Context: an optimization exercise on an open-source flow, tuned for small area and a short achievable clock period. The choices shown serve that exercise and are no tape-out recipe.
Function was checked by simulation only, so behaviour that the tests miss may differ from the original.

==> flow/design.v, too long to show whole: its modules and the start of the top module <==
// module fpfma: 3128 lines
module fpfma (
    input  wire        clk,
    input  wire [2:0]  op,
    input  wire [31:0] a,
    input  wire [31:0] b,
    input  wire [31:0] c,
    output reg  [31:0] result,
    output reg  [4:0]  flags
);
  // ...
==> flow/run.sh <==
#!/bin/bash
# synth_recipe.tcl (not shown) runs the flow's synth.tcl, then flattens the netlist and writes it again
# the make line also repeats each setting of config.mk as NAME=value (left out here)
make -C /OpenROAD-flow-scripts/flow DESIGN_CONFIG=/design/flow/config.mk WORK_HOME=/design/flow/orfs CLKGATE_MAP_FILE= SYNTH_SCRIPT=/design/flow/synth_recipe.tcl finish
==> flow/config.mk <==
export PLATFORM = sky130hd
export DESIGN_NAME = fpfma
export DESIGN_NICKNAME = fpfma
export VERILOG_FILES = /design/flow/design.v
export SDC_FILE = /design/flow/constraint.sdc
export NUM_CORES = 4
export LEC_CHECK = 0
export CAP_MARGIN = 20
export CORE_MARGIN = 2
export CORE_UTILIZATION = 40
export SLEW_MARGIN = 20
==> flow/constraint.sdc <==
create_clock -name core_clock -period 26.0 [get_ports {clk}]
set_input_delay 5.2000 -clock core_clock [delete_from_list [all_inputs] [get_ports {clk}]]
set_output_delay 5.2000 -clock core_clock [all_outputs]
set_load 0.01 [all_outputs]
==> results.toml, run 1 <==
[synth]
synth_top_area_share = 0.317
synth_area_mm2 = 0.0336
synth-async-reset-ratio = 0
netlist-cell-type-count = 134
synth_mux_area_frac = 0.0431
postSynthNetCount = 5029
post_synth_inst_count = 4282
edff_count_synth = 0
synthTopCellsByCount = "sky130_fd_sc_hd__nand2_1 (590), sky130_fd_sc_hd__fa_1 (532), sky130_fd_sc_hd__inv_1 (422)"
yosys.cell_count.top_type = "sky130_fd_sc_hd__nand2_1"

[hold_path]
hold_class = "in -> reg"

[sta]
timing_hold_violations_final = 0
report.final.slew_viol_count = 0
maxSlewHeadroom = 0.231
fin_tns_setup_ns = 0

[finish]
num-nonclk-inverters = 430
antenna_cells_inserted = 4
nFillCells = 8479
layout-area-overhead-vs-synth_pct = 8.38

[floorplan]
floorplan.tapcells = 1080
chipWidth_um = 294
core_mm2 = 0.0834
rows = 106

[grt]
grt_start_max_net_pins = 161
grt.busiest_layer = "met2"
grt_pass1_vias = 34000

[placed_design]
dp_hpwl_mm = 119
placed_cells = 5351
place.gp.congestion = 1.05

[setup_path]
depth_of_the_critical_timing_path_with_buffers_and_inverters_included = 79
timing.critical_path.buf_inv = 11
timing_worst_setup_path_type = "in -> reg"

[route]
routed_via_density = 6.49
drc = 0
ant_nets = 0
wl_on_met1_mm = 61.0

[clocking]
clock_tree_root_driver_cell = "sky130_fd_sc_hd__clkbuf_16"

[run_status]
run_status = "no timing/DRC/antenna violations"
==> inputs of run 2 (changes only) <==
--- a/flow/design.v
+++ b/flow/design.v
@@ -37,31 +37,34 @@
     wire any_snan = (x_emax & x_fnz & ~fx[22]) | (y_emax & y_fnz & ~fy[22])
                   | (z_emax & z_fnz & ~fz[22]);
     wire sp     = sx ^ sy;
     wire sub    = sp ^ sz;
     wire p_zero = x_zero | y_zero;
     wire [23:0] mx = {~x_zero, fx};
     wire [23:0] my = {~y_zero, fy};
     wire [23:0] mz = {1'b1, fz};
-    wire signed [10:0] sh_raw = $signed({3'd0, ex}) + $signed({3'd0, ey})
-                              - $signed({3'd0, ez}) - 11'sd100;
+    wire signed [10:0] sh_add = $signed({3'd0, a[30:23]}) - $signed({3'd0, b[30:23]}) + 11'sd27;
+    wire signed [10:0] sh_oth = $signed({3'd0, a[30:23]}) + $signed({3'd0, b[30:23]})
+                              - $signed({3'd0, c[30:23]}) - 11'sd100;
+    wire signed [10:0] sh_raw = is_add ? sh_add : sh_oth;
     wire zbase = ~z_zero & sh_raw[10];
     wire zfar  = z_zero | (~sh_raw[10] & (sh_raw > 11'sd74));
-    wire [6:0] sh = zbase ? 7'd0 : (zfar ? 7'd75 : sh_raw[6:0]);
-    wire [98:0] zsh  = {mz, 75'd0} >> sh;
+    wire zmid  = ~zbase & ~zfar;
+    wire [98:0] zsh  = {mz, 75'd0} >> sh_raw[6:0];
     reg  [4:0] ztz;
     integer t;
     always @(*) begin
         ztz = 5'd23;
         for (t = 22; t >= 0; t = t - 1)
             if (fz[t]) ztz = t[4:0];
     end
-    wire zstk = ~z_zero & ({1'b0, sh} >= ({3'b0, ztz} + 8'd51));
-    wire [74:0] zal = {zsh[98:25], zstk};
+    wire zstk = zfar ? ~z_zero : (zmid & ({1'b0, sh_raw[6:0]} >= ({3'b0, ztz} + 8'd51)));
+    wire [74:1] zhi = ({74{zmid}} & zsh[98:25]) | ({74{zbase}} & {mz, 50'd0});
+    wire [74:0] zal = {zhi, zstk};
   wire pp_0_0 = mx[0] & my[0];
   wire pp_0_1 = mx[1] & my[0];
   wire pp_0_2 = mx[2] & my[0];
   wire pp_0_3 = mx[3] & my[0];
   wire pp_0_4 = mx[4] & my[0];
   wire pp_0_5 = mx[5] & my[0];
   wire pp_0_6 = mx[6] & my[0];
   wire pp_0_7 = mx[7] & my[0];
@@ -3081,21 +3084,29 @@
   assign nrm1931[72] = lz[0] ? nrm1929[71] : nrm1929[72];
   assign nrm1931[73] = lz[0] ? nrm1929[72] : nrm1929[73];
   assign nrm1931[74] = lz[0] ? nrm1929[73] : nrm1929[74];
   wire stk1932 = (~lz[0] & nrm1929[49]);
   wire [23:0] mant = nrm1931[74:51];
   wire rbit = nrm1931[50];
   wire sticky = stk1922 | stk1924 | stk1926 | stk1928 | stk1930 | stk1932;
     wire        rinc   = rbit & (sticky | mant[0]);
-    wire [24:0] mant_r = {1'b0, mant} + {24'd0, rinc};
+    wire [23:0] ones;    
+    assign ones[0] = 1'b1;
+    genvar q;
+    generate for (q = 1; q < 24; q = q + 1) begin : g_ones
+        assign ones[q] = &mant[q - 1:0];
+    end endgenerate
+    wire [23:0] mant_r = mant ^ ({24{rinc}} & ones);
+    wire        mcarry = rinc & ones[23] & mant[23];
     wire signed [10:0] ebase = zbase ? $signed({3'd0, ez})
                                      : ($signed({3'd0, ex}) + $signed({3'd0, ey}) - 11'sd100);
-    wire signed [10:0] exp_n = ebase - $signed({4'd0, lz});
-    wire signed [10:0] exp_r = exp_n + $signed({10'd0, mant_r[24]});
+    wire signed [10:0] exp_n  = ebase - $signed({4'd0, lz});
+    wire signed [10:0] exp_n1 = ebase + 11'sd1 - $signed({4'd0, lz});
+    wire signed [10:0] exp_r  = mcarry ? exp_n1 : exp_n;
     wire inexact = rbit | sticky;
     reg [31:0] res;
     reg [4:0]  flg;
     always @(*) begin
         res = 32'h7FC0_0000;
         flg = 5'd0;
         if (any_nan) begin
             flg = {4'd0, any_snan};
==> flow/config.mk (replaced) <==
export PLATFORM = sky130hd
export DESIGN_NAME = fpfma
export DESIGN_NICKNAME = fpfma
export VERILOG_FILES = /design/flow/design.v
export SDC_FILE = /design/flow/constraint.sdc
export NUM_CORES = 4
export LEC_CHECK = 0
export ABC_AREA = 1
export CAP_MARGIN = 20
export CORE_MARGIN = 2
export CORE_UTILIZATION = 40
export SLEW_MARGIN = 20
==> results.toml, run 2 <==
[route]
met3RoutedLength_mm = 12.1
routed-via-count = 34900
ant_nets = 0
wl_on_met1_mm = 53.4
wl_per_cell_um = 21.6
detail_route.iter0.violations = 3450
finalWirelength_mm = 135
top_layer_used = "met4"
routed-wl-met2_mm = 60.9
drc = 0
drt-pass1-iter-count = 7
routed_via_density = 5.59

[synth]
yosys_register_bits = 36
postSynthNetCount = 5992
synth.avg_cell_area_um2 = 6.38
post_synth_inst_count = 5211
synth-async-reset-ratio = 0
postSynth.topFlopCell = "sky130_fd_sc_hd__dfxtp_1"
ys.warnings.count = 1
netlist-cell-type-count = 62
synth_area_mm2 = 0.0333
yosys.area.top_type = "sky130_fd_sc_hd__fa_1"
synth_top_area_share = 0.328
synthTopCellsByCount = "sky130_fd_sc_hd__nand2_1 (1546), sky130_fd_sc_hd__inv_1 (825), sky130_fd_sc_hd__nand3_1 (647)"
ys_seq_area_frac = 0.0217
synthTopCellsByArea = "sky130_fd_sc_hd__fa_1 (33%), sky130_fd_sc_hd__nand2_1 (17%), sky130_fd_sc_hd__nand3_1 (9.7%)"
edff_count_synth = 0
yosys.cell_count.top_type = "sky130_fd_sc_hd__nand2_1"

[placed_design]
detailedPlace.worstSlack_ns = 4.13
io_buffer_count = 135
placed_cells = 6235
place.gp.congestion = 1.05
dp_hpwl_mm = 108

[setup_path]
timing.critical_path.from_type = "input pin"
timing_worst_setup_path_type = "in -> reg"
timing.critical_path.arrival_ns = 22.15
crit_path_max_fanout = 63
critPathSlowestCell = "sky130_fd_sc_hd__nor2_1"
cpMostUsedCell = "sky130_fd_sc_hd__nand2_1"
max_stage_delay_ns = 0.83
timing.critical_path.required_ns = 26.21
end_kind = "flop"

[finish]
nFillCells = 8928
instances_no_fill = 6243
drive_above_1_share = 0.0392
design.final.nets = 5953
registers.top_by_ff_count = "result"
largest_registers = "result x32, flags x4"
most-common-layout-cells = "sky130_fd_sc_hd__nand2_1 (1546), sky130_fd_sc_hd__inv_1 (825), sky130_fd_sc_hd__nand3_1 (647)"
layout-area-overhead-vs-synth_pct = 6.28
layout_commonest_cell = "sky130_fd_sc_hd__nand2_1"
antenna_cells_inserted = 0
largest_register_ff_count = 32

[clocking]
cts_post_setup_buffers_inserted = 0
clock_tree_root_driver_cell = "sky130_fd_sc_hd__clkbuf_16"
clock_sink_count = 36
cts_tree = "yes"
clockBufferDepth = 2
cts-hold-fix-buffers = 0
tritoncts.num_buffers = 5
cts.reportedPaths.clkPinSlew_ns = 0.06
cts_repair_resize_count = 0
cts_max_level = 2

[hold_path]
hold_class = "in -> reg"
hold_path.startpoint = "a[31]"
min_to = "result[31]$_SDFF_PP0_"
hold_depth = 4

[grt]
globalRoute.totalOverflow = 0
globalRouteTotalUtil = 0.314
grt_pass1_vias = 34700
initial_antenna_violation_count = 1
grt_start_max_net_pins = 64
global_route_wire_length_before_repair_mm = 206

[floorplan]
core_mm2 = 0.0822
start_util = 0.404
rows = 105
die_area_mm2 = 0.0855
chipWidth_um = 292
number_of_top_level_pins = 137
die_h_um = 292

[job]
drv.max_cap_violation_count = 0

[run_status]
run_status = "no timing/DRC/antenna violations"

[sta]
max_slew.worst_pin.slew_ns = 1.08
setup_slack_ns = 4.06
report.final.slew_viol_count = 0
fin_tns_setup_ns = 0
fmax_mhz = 45.6
maxSlewHeadroom = 0.274
setup_violations = 0
grt_setup_unrepaired = "false"
post-route-min-period_ns = 21.94
timing_hold_violations_final = 0
final.period_utilization = 0.844
[run 2: cell count changes after synthesis, moves of 48 or more]
| cell | previous run | this run |
|---|---|---|
| sky130_fd_sc_hd__nand2_1 | 590 | 1546 |
| sky130_fd_sc_hd__and2_1 | 66 | 0 |
| sky130_fd_sc_hd__clkbuf_1 | 208 | 117 |
| sky130_fd_sc_hd__a21o_1 | 53 | 5 |
| sky130_fd_sc_hd__and3_1 | 220 | 0 |
| sky130_fd_sc_hd__xnor2_1 | 163 | 13 |
| sky130_fd_sc_hd__nor2_1 | 264 | 478 |
| sky130_fd_sc_hd__mux2i_1 | 90 | 0 |
| sky130_fd_sc_hd__inv_1 | 422 | 825 |
| sky130_fd_sc_hd__nand3_1 | 79 | 647 |
| sky130_fd_sc_hd__nor3_1 | 92 | 34 |
[run 2: logic make-up (layout without fill, tap and decap cells)]
kind of cell / after synthesis / in the layout / share of synthesized area
other: 1 / 1 / 0.000113
DFF: 36 / 36 / 0.0217
adders and majority gates: 681 / 681 / 0.379
AOI/OAI and AO/OA: 392 / 392 / 0.0672
buffers and inverters: 1133 / 1095 / 0.138
and+or+nand+nor: 2877 / 2877 / 0.369
xor gates and xnor gates: 91 / 91 / 0.0242
[run 2: cell type report]
| cell class | count | area, µm² | area share |
|---|---|---|---|
| Clock buffer | 5 | 125 | 0.00354 |
| Clock inverter | 3 | 42.5 | 0.00120 |
| Inverter | 889 | 3340 | 0.0945 |
| Multi-Input combinational cell | 4042 | 28000 | 0.791 |
| Sequential cell | 36 | 721 | 0.0204 |
| Tap cell | 1070 | 1340 | 0.0379 |
| Timing Repair Buffer | 198 | 1820 | 0.0516 |
[run 2: per-stage QoR]
| step | cell area [µm²] | util | hold slack (ns) |
|---|---|---|---|
| floorplan | 33300 | - | 5.45 |
| global placement | 35200 | 0.428 | 5.94 |
| detailed placement | 35200 | 0.428 | 5.94 |
| CTS | 35300 | 0.430 | 5.75 |
| global route | 35300 | 0.430 | 5.80 |
| finish | 35300 | 0.430 | 5.77 |
[run 2: routing by layer]
| metal | global-route usage | vias to the layer above |
|---|---|---|
| met2 | 0.511 | 1738 |
| li1 | - | 16000 |
| met4 | 0.159 | 0 |
| met1 | 0.407 | 16800 |
| met3 | 0.0469 | 389 |
| met5 | 0 | - |
[run 2: worst max-delay path, delay by kind of cell]
family,cells,cell delay [ns]
and+or+nand+nor,34,7.09
buffers and inverters,17,4.41
adders and majority gates,9,4.08
AOI/OAI and AO/OA,5,1.06
xor gates and xnor gates,1,0.09
[run 2: worst max path at each step]
| stage | start | endpoint | slack (ns) | depth (start not counted) |
|---|---|---|---|---|
| after global placement | op[1] | result[22]$_SDFF_PP1_ | 4.55 | 68 |
| after global routing | op[1] | result[11]$_SDFF_PP0_ | 2.68 | 68 |
| after detailed placement | op[1] | result[4]$_SDFF_PP0_ | 4.13 | 66 |
| final | op[1] | result[11]$_SDFF_PP0_ | 4.06 | 66 |
| after CTS | op[1] | result[4]$_SDFF_PP0_ | 4.37 | 66 |
| after floorplan | op[2] | result[10]$_SDFF_PP0_ | 8.60 | 69 |

port drivers added, routing unchanged:
How much do the figures lean on ideal ports? The routed layouts below were timed once more, with nothing changed but the port constraints.
Step 1 assumes that a clkbuf_16 drives the clock port and a buf_2 every other input.
Step 2 also shifts input and output timing later by t, the mid clock arrival at the registers, as if the neighbouring blocks saw the same clock.
a / b / c = no drivers / after step 1 / after step 2; a / b = the first two.
run	t (ns)	setup WS [ns]	latest minus earliest clock arrival (ns)
run 1	0.303	1.430 / 1.436 / 1.133	0.007 / 0.007
run 2	0.315	4.057 / 4.065 / 3.751	0.005 / 0.005
After both steps every run listed still meets setup and hold. For run 2, which loses most, drivers alone change the setup slack by +0.008 ns; drivers and shift together by -0.306 ns.
